This is an optimization exercise on Yosys and OpenROAD, whose aim is small area, a short achievable clock period and few clock cycles per item, not a production implementation. The RTL was checked by simulation tests, not by an equivalence proof against the original design. The clock input has no modelled driver; a real chip could not lean on it and would need a root buffer or a full tree. Power figures rest on the tool's default switching activity, not on a simulated workload.

## xt1_c1_enc
module xt1_c1_enc (
  input  wire       clk,
  input  wire       rst,         
  input  wire       in_valid,
  output wire       in_ready,
  input  wire [7:0] in_data,     
  output reg        out_valid,
  output reg  [7:0] out_data     
);
  reg  [4:0] phase;              
  reg  [9:0] cnt;                
  reg        rdy;                
  reg        rdy_n;              
  reg        clr_rev;            
  reg        sh_rev;             
  reg        oact;               
  reg  [1:0] orev;               
  assign in_ready = rdy;
  wire acc    = in_valid && !rdy_n;
  wire ph_end = (phase == 5'd31);
  wire last   = ph_end && (cnt[9:5] == 5'd31);
  always @(posedge clk) begin
    if (rst) begin
      phase   <= 5'd0;
      cnt     <= 10'd0;
      rdy     <= 1'b1;
      rdy_n   <= 1'b0;
      clr_rev <= 1'b1;
      sh_rev  <= 1'b0;
      oact    <= 1'b0;
      orev    <= 2'd0;
    end else begin
      phase <= phase + 5'd1;
      if (acc) begin
        cnt   <= cnt + 10'd1;
        rdy   <= !last;
        rdy_n <= last;
      end else begin
        rdy   <= (phase + 5'd1 == cnt[4:0]) && (!oact || (orev == 2'd3 && ph_end));
        rdy_n <= !((phase + 5'd1 == cnt[4:0]) && (!oact || (orev == 2'd3 && ph_end)));
      end
      if (ph_end) begin
        clr_rev <= oact && (orev == 2'd3);
        sh_rev  <= acc && (cnt[9:5] != 5'd31);
      end
      if (acc && last) begin
        oact <= 1'b1;
  ...
clock: 10.0 ns
lec_check: 0
cap_margin: 20
core_margin: 2
core_utilization: 55
place_density: 0.65
slew_margin: 20
standard.sh (not shown) runs the stock make flow with config.mk's settings and CLKGATE_MAP_FILE= SYNTH_SCRIPT=/design/flow/synth_recipe.tcl, a recipe that flattens the netlist after the stock synthesis.
==> flow/flow/run.sh <==
#!/bin/bash
# Own layout flow: the standard flow (standard.sh) with
#  - port buffers of a fast cell instead of the default pick,
set -euo pipefail
W=$(pwd)
F=$W/flow
source $F/knobs.sh
export BUFFER_PORTS_ARGS="-buffer_cell $PORT_BUF"
export PRE_CTS_TCL=$F/pre_cts.tcl
export POST_CTS_TCL=$F/post_cts.tcl
export MYTREE_DIR=$F MYTREE_NLEAF MYTREE_NROOT MYTREE_LEAF MYTREE_ROOT
export SETUP_EXTRA_MARGIN
bash standard.sh > $W/standard_flow.log 2>&1
==> flow/flow/knobs.sh <==
PORT_BUF=sky130_fd_sc_hd__buf_8
MYTREE_NLEAF=40
MYTREE_NROOT=4
MYTREE_LEAF=sky130_fd_sc_hd__clkbuf_16
MYTREE_ROOT=sky130_fd_sc_hd__buf_16
SETUP_EXTRA_MARGIN=7.3
Other scripts of this flow, unchanged in this note and not shown: flow/flow/mytree.tcl, flow/flow/outflops.tcl, flow/flow/post_cts.tcl, flow/flow/pre_cts.tcl
The starting point finished clean.
Testbench counts at the start, summed over its fixed seeds: cycles 55,296, codewords 48.
Rerun with:
--- a/flow/flow/knobs.sh
+++ b/flow/flow/knobs.sh
@@ -1 +1 @@
-PORT_BUF=sky130_fd_sc_hd__buf_8
+PORT_BUF=sky130_fd_sc_hd__buf_4
- CORE_UTILIZATION: 55 -> 65
- PLACE_DENSITY: 0.65 -> 0.75
- critical path depth does not change
- sequential share of layout area rose by 0.55 points
- die area drops by about a fifth
- register-to-register slack got worse by 0.06 ns
- total power is about the same
- first-iteration DRC count shrinks by about a fifth
- global-route usage rose by 2.9 points
- setup slack is better by 0.023 ns
Rerun with:
==> flow/flow/knobs.sh (replaced) <==
PORT_BUF=sky130_fd_sc_hd__buf_4
MYTREE_NLEAF=60
MYTREE_NROOT=4
MYTREE_LEAF=sky130_fd_sc_hd__clkbuf_8
MYTREE_ROOT=sky130_fd_sc_hd__buf_16
SETUP_EXTRA_MARGIN=7.3
Routed wire length drops by 3.1%.
Utilization drops by 0.50 points.
Flip-flop and latch count stays the same.
Clock skew drops by 0.0053 ns.
Worst setup slack gains 0.017 ns.
Rerun with:
==> flow/flow/knobs.sh (replaced) <==
PORT_BUF=sky130_fd_sc_hd__buf_4
MYTREE_NLEAF=40
MYTREE_NROOT=4
MYTREE_LEAF=sky130_fd_sc_hd__clkbuf_16
MYTREE_ROOT=sky130_fd_sc_hd__buf_16
SETUP_EXTRA_MARGIN=7.3
- ABC_AREA: default -> 1
- CORE_UTILIZATION: 65 -> 55
- PLACE_DENSITY: 0.75 -> 0.65
Effect: The new run produced a clean layout. Cell area came out higher by 1.7%. Worst hold slack gains 0.0063 ns. Core utilization came out lower by 11 points. Clock skew came out higher by 0.0034 ns. Maximum frequency came out lower by about 0.6%. Power came out higher by about 1.7%. Via count came out higher by about 7%.
Rerun with:
==> flow/flow/knobs.sh (replaced) <==
PORT_BUF=sky130_fd_sc_hd__buf_4
MYTREE_NLEAF=64
MYTREE_NROOT=4
MYTREE_LEAF=sky130_fd_sc_hd__clkbuf_8
MYTREE_ROOT=sky130_fd_sc_hd__buf_16
SETUP_EXTRA_MARGIN=7.3
- ABC_AREA: 1 -> default
=> The changed run ran to the end with no violations. Area after synthesis came out lower slightly. Sequential share of layout area came out higher by 1.1 points. Wire length came out lower by a few percent. Setup slack gains 0.014 ns. Power came out lower slightly. Final cell count came out lower by a little under a tenth. Synthesized cell count came out lower by roughly a tenth. Sequential power came out higher slightly. Global-route usage came out lower by 0.61 points. Cell area came out lower slightly. Via count came out lower by a few percent.
Rerun with:
==> flow/flow/knobs.sh (replaced) <==
PORT_BUF=sky130_fd_sc_hd__buf_4
MYTREE_NLEAF=40
MYTREE_NROOT=4
MYTREE_LEAF=sky130_fd_sc_hd__clkbuf_16
MYTREE_ROOT=sky130_fd_sc_hd__buf_16
SETUP_EXTRA_MARGIN=7.3
Register-to-register slack improved by 0.05 ns.
Design area rises by 0.57%.
Core utilization rises by 0.34 points.
Total power rises by about 2.6%.
Area after synthesis stays the same.
Combinational power barely changes.
Die area does not change.
Worst setup slack got worse by 0.0045 ns.
Worst hold slack improved by 0.016 ns.
Via count falls by about 0.9%.
Routed wire length is about the same.
In every run of this note, the design's own scripts or RTL, not TritonCTS, make the clock network.

port drivers added, routing unchanged:
No port has a modelled driver above. Below, the same layouts with a new extraction and two added sets of constraints.
Step 1: set_driving_cell puts a clkbuf_16 on clk and a buf_2 on each other input, an assumption about the parent block.
Step 2 times the ports against the registers' clock, not the clock port: input delays grow and output delays shrink by t, the midpoint of the rising clock arrivals with the driver on.
Slacks: ideal ports / drivers / drivers and shift; pairs: ideal ports / drivers.
run	shift t [ns]	setup WS [ns]	clock arrival spread, ns	slew at the worst register clock pin (ns)	worst slew at a driven data input, ns
the first run	0.483	7.156 / 7.032 / 7.088	0.037 / 0.037	0.10 / 0.10	0.06
the second run	0.487	7.179 / 7.049 / 7.062	0.038 / 0.038	0.11 / 0.11	0.05
the third run	0.480	7.196 / 7.067 / 7.073	0.040 / 0.041	0.11 / 0.11	0.05
the fourth run	0.483	7.178 / 7.053 / 6.958	0.040 / 0.040	0.10 / 0.10	0.05
the fifth run	0.483	7.192 / 7.063 / 7.089	0.045 / 0.045	0.11 / 0.11	0.04
the sixth run	0.487	7.188 / 7.062 / 7.084	0.034 / 0.034	0.10 / 0.10	0.04
After both steps every run listed still meets setup and hold. The setup slack of the fourth run, which loses most, moves by -0.125 ns with the drivers and by -0.220 ns with both steps.
